Background: an optimization exercise with open tools, aiming at small area, a short achievable clock period and few clock cycles per item. Do not read the settings as production practice. Function was checked by simulation only, so behaviour that the tests miss may differ from the original.

Setup of run A:
==> flow/design.v (excerpt) <==
module loop_engine (
    input  wire               clk,
    input  wire               rst,         
    input  wire               start,       
    input  wire               init,        
    input  wire               pbsafe,      
    input  wire               run,         
    input  wire               stopping,    
    input  wire               llen,
    input  wire               tren,
    input  wire               trexm,
    input  wire               trlohz,
    input  wire signed [11:0] code,        
    input  wire signed [17:0] isum,        
    input  wire        [15:0] rll,         
    input  wire        [9:0]  linband,
    input  wire        [5:0]  trhyst,
    input  wire        [9:0]  trmaxs,
    input  wire        [15:0] dtrhi,       
    input  wire        [15:0] dtrlo,
    input  wire        [15:0] dmax,
    input  wire        [15:0] dmin,
    input  wire        [15:0] dhwmax,
    input  wire        [15:0] kcl,         
    input  wire        [15:0] ilimt,
    input  wire        [15:0] ilim,        
    input  wire signed [23:0] b0,          
    input  wire signed [23:0] b1,
    input  wire signed [23:0] b2,
    input  wire signed [23:0] a1,          
    input  wire signed [23:0] a2,
    input  wire signed [23:0] a3,
    input  wire signed [23:0] ki,          
    input  wire        [3:0]  bsh,
    input  wire        [4:0]  ish,
    input  wire signed [15:0] imin,        
    input  wire signed [15:0] imax,
    output wire               ready,
    output reg                done,
    output wire        [19:0] word,        
    output reg         [1:0]  tag,
    output wire signed [15:0] eeff_o,
    output wire        [1:0]  trstate,
    output reg                clamphi,
    output reg                clamplo,
    output reg                windup,
    output wire               ilimact,
    output wire        [39:0] integ,       
    output wire        [31:0] yout,        
    output reg                evt_trf,
    output reg                evt_trtof,
    output reg                evt_windf,
    output reg                evt_ilimf,
    output reg                fault_ilim
);
clock: 22.0 ns
lec_check: 0
cap_margin: 20
core_margin: 2
core_utilization: 25
slew_margin: 20
standard.sh (not shown) runs the stock make flow with config.mk's settings and CLKGATE_MAP_FILE= SYNTH_SCRIPT=/design/flow/synth_recipe.tcl, a recipe that flattens the netlist after the stock synthesis.
==> flow/flow/run.sh <==
#!/bin/bash
# Standard layout (standard synthesis included), with repair_timing aiming for more
# setup slack than the clock period strictly needs.
set -euo pipefail
bash standard.sh SETUP_SLACK_MARGIN=15.5 finish > run_make.log 2>&1
Testbench counts of run A, summed over its fixed seeds: cycles 231,970, samples 20,000.
What run B does differently from run A at the input level:
-- flow/flow/run.sh --
<<< run A, line 4
set -euo pipefail
bash standard.sh SETUP_SLACK_MARGIN=15.5 finish > run_make.log 2>&1
>>> run B, line 4
set -euo pipefail
bash standard.sh SETUP_SLACK_MARGIN=15.5 TNS_END_PERCENT=10 finish > run_make.log 2>&1
### Flow results
- Although it ran to completion, run B produced a layout that fails the final checks because of capacitance limit, slew limit.
- Taking run A as the reference, in run B proportion of cell area occupied by multi-input gates now sits higher, number of resized instances in the post-cts repair step fell by 60%.
- Comparing run A and run B, the higher number of max-cap violations was measured on run B.
- The critical path's slowest cell comes out sky130_fd_sc_hd__maj3_1 in one run and sky130_fd_sc_hd__a2111oi_4 in the other, namely in run B and run A respectively.
- Sum of met3 wire segment lengths after detailed routing | run B below run A
- Max-slew violation total from the final report delta for run B relative to run A: 7 higher
- Run comparison: run B startpoint of the most critical setup path y1[1]; run A startpoint of the most critical setup path ilim_s[0]
- When run B is measured against run A, its number of vias in the routed layout turns out 1,374 lower.
- Compared with run A, run B ends up with a smaller final cell area.
- The violation count after the first detailed-routing iteration of run B is lower than that of run A.
What run C does differently from run B at the input level:
==> flow/run.sh (new file) <==
#!/bin/bash
# synth_recipe.tcl (not shown) runs the flow's synth.tcl, then flattens the netlist and writes it again
# the make line also repeats each setting of config.mk as NAME=value (left out here)
make -C /OpenROAD-flow-scripts/flow DESIGN_CONFIG=/design/flow/config.mk WORK_HOME=/design/flow/orfs CLKGATE_MAP_FILE= SYNTH_SCRIPT=/design/flow/synth_recipe.tcl finish
removed: flow/flow/run.sh
removed: flow/standard.sh
--- outcome ---
- Run C completed; timing, DRC and antenna clean
- Run B → run C: die area barely changed, number of cells in the finished layout apart from fillers dropped 131.
- Run C has utilization below what run B had.
- Non-clock buffer count, run B and run C: lower on run C
- In run C the global routing met2 resource utilization turned out 0.15 points higher than in run B.
- Run C vs run B, met1 usage went down by 1.7 points.

==> what the ideal ports hide <==
No port has a modelled driver above. Below, the same layouts with a new extraction and two added sets of constraints.
Step 1: set_driving_cell puts a clkbuf_16 on clk and a buf_2 on each other input, an assumption about the parent block.
Step 2 also shifts input and output timing later by t, the mid clock arrival at the registers, as if the neighbouring blocks saw the same clock.
Slacks: no drivers / after step 1 / after step 2; pairs: no drivers / after step 1.
| run | t (ns) | slack for setup (ns) | hold slack, ns | worst data-port slew with drivers (ns) |
|---|---|---|---|---|
| run A | 0.832 | 15.072 / 15.072 / 14.793 | 0.312 / 0.312 / 0.312 | 0.30 |
| run B | 0.816 | 14.951 / 14.951 / 14.145 | 0.327 / 0.327 / 0.327 | 0.31 |
| run C | 0.802 | 12.853 / 12.853 / 12.853 | 0.324 / 0.324 / 0.324 | 0.35 |
For run B, which loses most, drivers alone change the setup slack by 0.000 ns; drivers and shift together by -0.806 ns.
